What follows belongs to an exercise in optimizing a design on an open flow for small area and a short achievable clock period; a production flow would make more cautious choices. RTL that was checked went through simulation tests only; none was proved equivalent to the original. No functional check of the RTL was part of run 1.

==> flow/design.v, too long to show whole: its modules and the start of the top module <==
// module ocosh_mdu: 1342 lines
module ocosh_mdu (
    input  wire        clk,
    input  wire        rst,
    input  wire        start,
    input  wire [4:0]  op,
    input  wire [31:0] a,
    input  wire [31:0] b,
    input  wire        ct,
    output wire        ready,
    output reg         done,
    output wire [31:0] result,
    output wire        dv,
    output wire        sat
);
  // ...
==> flow/flow/run.sh <==
#!/bin/bash
# Standard layout (the standard.sh, unchanged synthesis), with the port
# buffers made from sky130_fd_sc_hd__buf_4 instead of the cell buffer_ports
# picks by itself.
set -euo pipefail
export BUFFER_PORTS_ARGS="-buffer_cell sky130_fd_sc_hd__buf_4"
bash standard.sh > standard.log 2>&1
==> flow/standard.sh <==
#!/bin/bash
# synth_recipe.tcl (not shown) runs the flow's synth.tcl, then flattens the netlist and writes it again
# the make line also repeats each setting of config.mk as NAME=value (left out here)
make -C /OpenROAD-flow-scripts/flow DESIGN_CONFIG=/design/flow/config.mk WORK_HOME=/design/flow/orfs CLKGATE_MAP_FILE= SYNTH_SCRIPT=/design/flow/synth_recipe.tcl "${@:-finish}"
==> flow/config.mk <==
export PLATFORM = sky130hd
export DESIGN_NAME = ocosh_mdu
export DESIGN_NICKNAME = ocosh_mdu
export VERILOG_FILES = /design/flow/design.v
export SDC_FILE = /design/flow/constraint.sdc
export NUM_CORES = 4
export LEC_CHECK = 0
export ABC_AREA = 1
export CAP_MARGIN = 20
export CORE_MARGIN = 2
export CORE_UTILIZATION = 40
export SLEW_MARGIN = 20
==> flow/constraint.sdc <==
create_clock -name core_clock -period 11.0 [get_ports {clk}]
set_input_delay 2.2000 -clock core_clock [delete_from_list [all_inputs] [get_ports {clk}]]
set_output_delay 2.2000 -clock core_clock [all_outputs]
set_load 0.01 [all_outputs]
==> notes.md, run 1 <==
CP Buf/Inv Count 6; count of multi-input gates 3581; ys async rst share 0; Hold EP rb[22]; area of the multi-input gates 22300 um2; outcome complete, no violations; GRT busiest layer met2; layout cells sized above 1 0.0674; CTS Hold Buffers Added 0; crit path launch ra[1]; final worst path period share 0.823; GRT Residual Overflow 0; post-synthesis compound-gate area fraction 0.225; WL final 142000 um; CTS clk-pin slew, worst paths 90 ps; synthesized area 29700 um2; Min Hold Slack 480 ps; DP HPWL 109000 um; crit-path leading delay family simple AND/OR/NAND/NOR gates; top_reg_cell synth edfxtp_1; largest family of logic cells by synthesized area simple AND/OR/NAND/NOR gates; die area 76500 um2; top-count cell post-synth nand2_1; Crit path top cell by count nand2_1; maximum root-to-sink buffer count 2; post-CTS setup buffer count 0; Placer Congestion 1.03; most frequent cells in the layout nand2_1, inv_1, o21ai_0, nand3_1, xor2_1; YS warnings 1; max cap viols 0; Mean Syn Cell Area 6.47 um2; Largest register FFs 33; Post-Layout Inst Area 31800 um2; Reg area 4230 um2; first-pass detailed-route iteration total 6; H-tree levels 4; Layout fillers 7887
==> run 2: changes to the inputs <==
--- a/flow/design.v
+++ b/flow/design.v
@@ -9,17 +9,20 @@
     output wire        ready,
     output reg         done,
     output wire [31:0] result,
     output wire        dv,
     output wire        sat
 );
     reg  [4:0]  cnt;     
     reg  [3:0]  sm1;     
-    reg  [6:0]  dd;      
+    reg  [5:0]  la;      
+    reg  [5:0]  lb;      
+    reg         ca;      
+    reg         cb;      
     reg         sact;    
     reg         nrm;     
     reg         o_mul;   
     reg         o_q;     
     reg         o_lo;    
     reg  [32:0] ra;      
     reg  [31:0] rb;      
     reg  [31:0] ph;      
@@ -226,17 +229,17 @@
             for (i = 0; i < 32; i = i + 1)
                 if (x[i]) bitlen = i[5:0] + 6'd1;
         end
     endfunction
     wire        pa = &(a[31:1] | ~a[30:0]);
     wire        pb = &(b[31:1] | ~b[30:0]);
     wire [5:0]  len_a = bitlen(a ^ {32{i_an}});
     wire [5:0]  len_b = bitlen(b ^ {32{i_bn}});
-    wire [6:0]  d_diff = dd;
+    wire [6:0]  d_diff = {1'b0, la} + {6'h0, ca} - {1'b0, lb} - {6'h0, cb};
     wire        d_zero = (b == 32'h0);
     wire        d_ovf  = i_ds & (a == 32'h8000_0000) & (b == 32'hFFFF_FFFF);
     wire        d_dv   = d_zero | d_ovf;
     wire        d_triv = dvf | d_diff[6];
     wire [4:0]  d_steps = d_diff[5:1] + 5'd1;        
     wire bs1 = i_bs ? (b[31:7]  == {25{b[31]}}) : (b[31:8]  == 24'h0);
     wire bs2 = i_bs ? (b[31:15] == {17{b[31]}}) : (b[31:16] == 16'h0);
     wire bs3 = i_bs ? (b[31:23] == {9{b[31]}})  : (b[31:24] == 8'h0);
@@ -1300,17 +1303,20 @@
                     sm1 <= sm1 - 4'd1;
                 end
             end
         end
     end
     always @(posedge clk) begin
         rup  <= accept & h_shr & r_up;
         satr <= accept & i_help & hs_sat;
-        dd   <= {1'b0, len_a} + {6'h0, i_an & pa} - {1'b0, len_b} - {6'h0, i_bn & pb};
+        la   <= len_a;
+        lb   <= len_b;
+        ca   <= i_an & pa;
+        cb   <= i_bn & pb;
         bn   <= i_bn;
         dquo <= ~op[1];
         ssgn <= a[31];
         ssth <= h_sat;
     end
     always @(posedge clk) begin
         if (accept) begin
             o_mul <= i_mul;
==> flow/config.mk (replaced) <==
export PLATFORM = sky130hd
export DESIGN_NAME = ocosh_mdu
export DESIGN_NICKNAME = ocosh_mdu
export VERILOG_FILES = /design/flow/design.v
export SDC_FILE = /design/flow/constraint.sdc
export NUM_CORES = 4
export LEC_CHECK = 0
export ABC_AREA = 1
export CAP_MARGIN = 20
export CORE_MARGIN = 2
export CORE_UTILIZATION = 32
export PLACE_DENSITY = 0.48
export SLEW_MARGIN = 20
==> notes.md, run 2 <==
post-CTS setup buffer count 0 (unchanged); commonest non-fill, non-tap cell in the layout nand2_1 (unchanged); Yosys cell types 74 (was 67); Yosys top cell area share 0.132 (was 0.127); CP max stage cell fa_1 (was nand2_1); Final Hold Fails 0 (unchanged); CTS Hold Buffers Added 0 (unchanged); synthesized area 30100 um2 (was 29700 um2); initial antenna violation count 3 (was 2); H-tree levels 4 (unchanged); max incr delay on CP 570 ps (was 600 ps); DP HPWL 122000 um (was 109000 um); Die Wd 311 um (was 277 um); Nets 4996 (was 4890); Crit Path Class flop to flop (unchanged); Layout area overhead 7.74% (was 6.91%); Worst EP arrival 7970 ps (was 9290 ps); sequential element share of the synthesized area 0.146 (was 0.142); first-pass detailed-route iteration total 6 (unchanged); top-count cell post-synth nand2_1 (unchanged); CP Data Required Time 11270 ps (was 11240 ps); most flop-heavy register ra (unchanged); worst skew pair latency 510 ps (about the same); Post-synth EDFFs 106 (unchanged); Area contributors post-synth nand2_1, edfxtp_1, xor2_1 (unchanged); clock skew 13.2 ps (was 25.4 ps); WL final 155000 um (was 142000 um); total track usage 0.312 (was 0.362); ys async rst share 0 (unchanged); first-pass GRT wire length 222000 um (was 206000 um); GRT Residual Overflow 0 (unchanged); outcome complete, no violations (unchanged); most frequent cells in the layout nand2_1, inv_1, o21ai_0, xor2_1, a21oi_1 (was nand2_1, inv_1, o21ai_0, nand3_1, xor2_1); num ports 109 (unchanged); Slew Viols, Final 0 (unchanged); pre-CTS WS 2970 ps (was 2050 ps); Num CTS Buffers 17 (unchanged); Post-synth top cells nand2_1, inv_1, o21ai_0 (unchanged); top_reg_cell synth edfxtp_1 (unchanged); Reg2Reg Depth 38 (was 44); hold wc startpoint rb[18] (was rb[14]); reg2reg end ph[13] (was ph[11]); initial core utilization 0.323 (was 0.406); Worst setup SP type flop (unchanged); 1st-iter DRT viols 4205 (was 4496); layout cells sized above 1 0.0676 (was 0.0674); Crit path top cell by count nand2_1 (unchanged); Hold EP rb[26] (was rb[22]); Largest register FFs 33 (unchanged); die area 96500 um2 (was 76500 um2); post-route ant nets 0 (unchanged); Mean Syn Cell Area 6.41 um2 (was 6.47 um2); Slew @ Worst Pin 1120 ps (was 1180 ps); post-cts sizing count 0 (unchanged); Placer Congestion 0.978 (was 1.03); Core Area 93300 um2 (was 73200 um2); number of synthesized register bits 166 (was 158); Slew headroom 0.247 (was 0.202); # rows 112 (was 99); largest net degree at the start of global routing 69 (was 60); RSZ-0062 raised after global routing no (unchanged); FMAX 130 MHz (was 110 MHz); IO buf count 108 (unchanged); CTS sink count 166 (was 158); final worst path period share 0.700 (was 0.823); CTS tree yes (unchanged); setup ws final 3300 ps (was 1950 ps); Worst Hold Depth 2 (unchanged); via count 33400 (was 33500); crit path max fanout 32 (was 42); worst hold path type flop to flop (unchanged); Sum Neg Setup Slack 0 ps (unchanged); YS warnings 1 (unchanged); Die Span Y 311 um (was 277 um); Layout fillers 10600 (was 7887); largest area contributor in the netlist nand2_1 (unchanged); Via density 5.67 (was 6.11); max cap viols 0 (unchanged); Wirelength per Cell 26.4 um (was 26.0 um); Mapped Nets 5075 (was 4975); reg2reg start rb[29] (was ra[1]); maximum root-to-sink buffer count 2 (unchanged); CTS clk-pin slew, worst paths 80 ps (was 90 ps); Post-Syn Instances 4696 (was 4595); # DRC 0 (unchanged); number of global-route vias before repair 31200 (was 31100); crit end category flop (unchanged); Final setup viols 0 (unchanged); fin crit period 7700 ps (was 9050 ps); CTS Root Cell clkbuf_16 (unchanged); R2R setup slack 3300 ps (was 1950 ps)
## run 2: cell count changes in the layout (fill, tap and decap cells not counted), moves of 9 or more
cell	delta
o211ai_1	-16
inv_1	+62
dfxtp_1	+9
o21ai_0	+59
o21ai_1	+10
nand2_1	+51
nand4_1	+13
a22oi_1	-12
xnor2_1	-15
nand3_1	-28
## run 2: layer usage
layer	up-vias	share of wire	track usage
met5	-	0.00026	0
met4	6	0.058	0.161
met3	350	0.083	0.0603
met2	1664	0.44	0.484
met1	15800	0.42	0.411
li1	15600	-	-
## run 2: worst max path at each step
stage | from | end | slack (ps) | cells past startpoint
global route | rb[29] | ph[13] | 2820 | 38
finish | rb[29] | ph[13] | 3300 | 38
CTS | rb[29] | ph[13] | 3410 | 38
floorplan | b[0] | ph[16] | 4710 | 30
global placement | op[0] | ph[27] | 3000 | 31
detailed placement | op[0] | ph[27] | 2970 | 31
## run 2: cell families (layout without fill, tap and decap cells)
group,Yosys count,after routing,synth area share
AO/OA/AOI/OAI,1163,1163,0.225
XOR/XNOR,352,352,0.102
adder cells (fa/ha/maj),306,306,0.156
buffers and inverters,914,847,0.119
flip-flops,166,166,0.146
multiplexers,1,1,0.000333
other,0,4,0
AND/OR/NAND/NOR,1794,1794,0.252
## run 2: per-stage QoR
step	cell area [um2]	std cells	hold slack [ps]	utilization
6_report	32400	5887	512	0.347
5_1_grt	32400	5883	527	0.347
4_1_cts	32400	5883	506	0.347
3_5_place_dp	31800	5852	495	0.341
3_3_place_gp	31800	5852	496	0.341
2_1_floorplan	30100	4696	443	-
## run 2: critical path, delay by kind of cell, from the launching register on
family	cells	cell delay (ps)
AND/OR/NAND/NOR	14	1430
buffers and inverters	10	2030
adder cells (fa/ha/maj)	4	1910
AO/OA/AOI/OAI	9	1500
flip-flops	1	300
XOR/XNOR	1	180
## run 2: layout make-up
type                    instances  area, um2  share of cell area
multi-input cells            3616      22200               0.684
repair buffers                161       1210              0.0373
well taps                    1254       1570              0.0484
inverters                     655       2470              0.0762
flip-flops and latches        166       4390               0.135
clock inverters                13        161             0.00498
clock buffers                  18        429              0.0132
diodes                          4       10.0            0.000309
==> run 3: changes to the inputs <==
--- a/flow/config.mk
+++ b/flow/config.mk
@@ -8,6 +8,5 @@
 export ABC_AREA = 1
 export CAP_MARGIN = 20
 export CORE_MARGIN = 2
-export CORE_UTILIZATION = 32
-export PLACE_DENSITY = 0.48
+export CORE_UTILIZATION = 40
 export SLEW_MARGIN = 20
==> notes.md, run 3 <==
outcome complete, no violations (unchanged); R2R setup slack 3120 ps (was 3300 ps); Slew @ Worst Pin 1130 ps (was 1120 ps); number of synthesized register bits 166 (unchanged); final worst path period share 0.717 (was 0.700); commonest non-fill, non-tap cell in the layout nand2_1 (unchanged); metal3 WL 14800 um (was 12900 um); 1st-iter DRT viols 4602 (was 4205); Num CTS Buffers 17 (unchanged); worst skew pair latency 500 ps (was 510 ps); Via density 6.03 (was 5.67); CTS Hold Buffers Added 0 (unchanged); synthesized area 30100 um2 (unchanged); CP max stage cell nand2_1 (was fa_1); DP HPWL 111000 um (was 122000 um); top-count cell post-synth nand2_1 (unchanged); Slew headroom 0.249 (was 0.247); wl on met1 56600 um (was 65500 um); Nets 4984 (was 4996); initial antenna violation count 5 (was 3); crit end category flop (unchanged); Worst setup SP type flop (unchanged); max cap viols 0 (unchanged); Yosys cell types 74 (unchanged); fin crit period 7880 ps (was 7700 ps); IO buf count 108 (unchanged); Layout fillers 8011 (was 10600); reg2reg end ph[19] (was ph[13]); Area contributors post-synth nand2_1, edfxtp_1, xor2_1 (unchanged); setup ws final 3120 ps (was 3300 ps); Reg2Reg Depth 33 (was 38); Post-Syn Instances 4696 (unchanged); Mean Syn Cell Area 6.41 um2 (unchanged); RSZ-0062 raised after global routing no (unchanged); total track usage 0.364 (was 0.312); Final setup viols 0 (unchanged); first-pass GRT wire length 209000 um (was 222000 um); ys async rst share 0 (unchanged); Slew Viols, Final 0 (unchanged); via count 33700 (was 33400); CTS sink count 166 (unchanged); met2 wire len 59800 um (was 67900 um); layout cells sized above 1 0.0652 (was 0.0676); Core Area 74400 um2 (was 93300 um2); Critical Path End ph[19] (was ph[13]); Crit path top cell by count nand2_1 (unchanged); Sum Neg Setup Slack 0 ps (unchanged); initial core utilization 0.404 (was 0.323); # DRC 0 (unchanged); Placer Congestion 1.05 (was 0.978); clock skew 17.3 ps (was 13.2 ps); Reg area 4390 um2 (unchanged); most frequent cells in the layout nand2_1, inv_1, o21ai_0, xor2_1, a21oi_1 (unchanged); CTS tree yes (unchanged); CP Data Required Time 11240 ps (was 11270 ps); YS warnings 1 (unchanged); post-cts sizing count 0 (unchanged); max incr delay on CP 700 ps (was 570 ps); Top Layer Used met4 (was met5); pre-CTS WS 3000 ps (was 2970 ps); sequential element share of the synthesized area 0.146 (unchanged); Mapped Nets 5075 (unchanged); Die Span Y 278 um (was 311 um); Final Hold Fails 0 (unchanged); Layout area overhead 6.32% (was 7.74%); # rows 100 (was 112); FMAX 127 MHz (was 130 MHz); Worst EP arrival 8120 ps (was 7970 ps); top_reg_cell synth edfxtp_1 (unchanged); Wirelength per Cell 25.7 um (was 26.4 um); Largest register FFs 33 (unchanged); WL final 144000 um (was 155000 um); Post-synth EDFFs 106 (unchanged); GRT Residual Overflow 0 (unchanged); Crit Path Class flop to flop (unchanged); Yosys top cell area share 0.132 (unchanged); largest area contributor in the netlist nand2_1 (unchanged); CTS Root Cell clkbuf_16 (unchanged); worst hold path type flop to flop (unchanged); reg2reg start rb[27] (was rb[29]); Die Wd 278 um (was 311 um); most flop-heavy register ra (unchanged); post-CTS setup buffer count 0 (unchanged); first-pass detailed-route iteration total 6 (unchanged); number of global-route vias before repair 31300 (was 31200); maximum root-to-sink buffer count 2 (unchanged); num ports 109 (unchanged); die area 77500 um2 (was 96500 um2); post-route ant nets 0 (unchanged); largest net degree at the start of global routing 77 (was 69); crit path launch rb[27] (was rb[29]); area of the multi-input gates 22200 um2 (about the same); CTS clk-pin slew, worst paths 80 ps (about the same); Post-synth top cells nand2_1, inv_1, o21ai_0 (unchanged); crit path max fanout 32 (unchanged); H-tree levels 4 (unchanged)
-- run 3: cell counts after synthesis --
Identical to the previous run, type by type.
-- run 3: worst min-delay path by stage --
stage | from | to | slack [ps] | cells after the start
CTS | rb[10] | rb[18] | 480 | 2
detailed placement | rb[11] | rb[19] | 470 | 2
floorplan | rb[10] | rb[18] | 440 | 2
global placement | rb[11] | rb[19] | 470 | 2
global route | rb[10] | rb[18] | 490 | 2
finish | rb[10] | rb[18] | 480 | 2
-- run 3: final cells by class --
type	count	share of cell area
sequential	166	0.137
inverter	655	0.0772
multi-input combinational	3616	0.693
tap	969	0.0379
clock buffer	18	0.0134
antenna	3	0.000235
clock inverter	14	0.00583
timing repair buffer	149	0.0350
-- run 3: logic make-up (layout without fill, tap and decap cells) --
family                     Yosys count  after routing  synth area share
and+or+nand+nor                   1794           1794             0.252
AOI/OAI and AO/OA                 1163           1163             0.225
buffers and inverters              914            836             0.119
xor gates and xnor gates           352            352             0.102
adders and majority gates          306            306             0.156
DFF                                166            166             0.146
muxes                                1              1          0.000333
other                                0              3                 0
-- run 3: routing by layer --
layer / track usage / vias to the layer above
li1: - / 15500
met1: 0.470 / 15600
met2: 0.540 / 2105
met3: 0.0668 / 451
met4: 0.269 / 0
met5: 0 / -
-- run 3: worst max-delay path: cells and delay by family, from the launching register on --
family | cells | cell delay [ps]
buffers and inverters | 7 | 1520
adder cells (fa/ha/maj) | 4 | 1870
AND/OR/NAND/NOR | 13 | 2000
flip-flops | 1 | 330
AO/OA/AOI/OAI | 8 | 1630
XOR/XNOR | 1 | 180
-- run 3: stage by stage --
stage                      util  instances  instance area (um2)  hold slack (ps)
final                     0.430       5590                32000              481
after CTS                 0.430       5587                32000              480
after floorplan               -       4696                30100              443
after detailed placement  0.421       5555                31400              472
after global placement    0.421       5555                31400              467
after global routing      0.430       5588                32000              493

[afterwards: timing with drivers on the ports]
Ports are ideal in the flow. The routed layouts listed here were re-timed in OpenROAD. Step 1 sets driving cells, clkbuf_16 on the clock port and buf_2 on the other inputs (assumed; they add their load-dependent delay and slew). Step 2 times the ports against the registers' clock, not the clock port: input delays grow and output delays shrink by t, the midpoint of the rising clock arrivals with the driver on. a / b / c = no drivers / after step 1 / after step 2; a / b = the first two.
run	shift t [ns]	setup slack, ns	hold slack, ns	worst setup path at the end	clock arrival spread, ns
run 1	0.558	1.945 / 1.945 / 1.945	0.480 / 0.480 / 0.480	register to register	0.026 / 0.025
run 2	0.571	3.300 / 3.300 / 2.778	0.512 / 0.512 / 0.512	input to register	0.015 / 0.015
run 3	0.548	3.118 / 3.118 / 2.802	0.481 / 0.481 / 0.481	input to register	0.018 / 0.017
After both steps setup and hold are still met in every run listed. For run 2, which loses most, drivers alone change the setup slack by 0.000 ns; drivers and shift together by -0.522 ns.
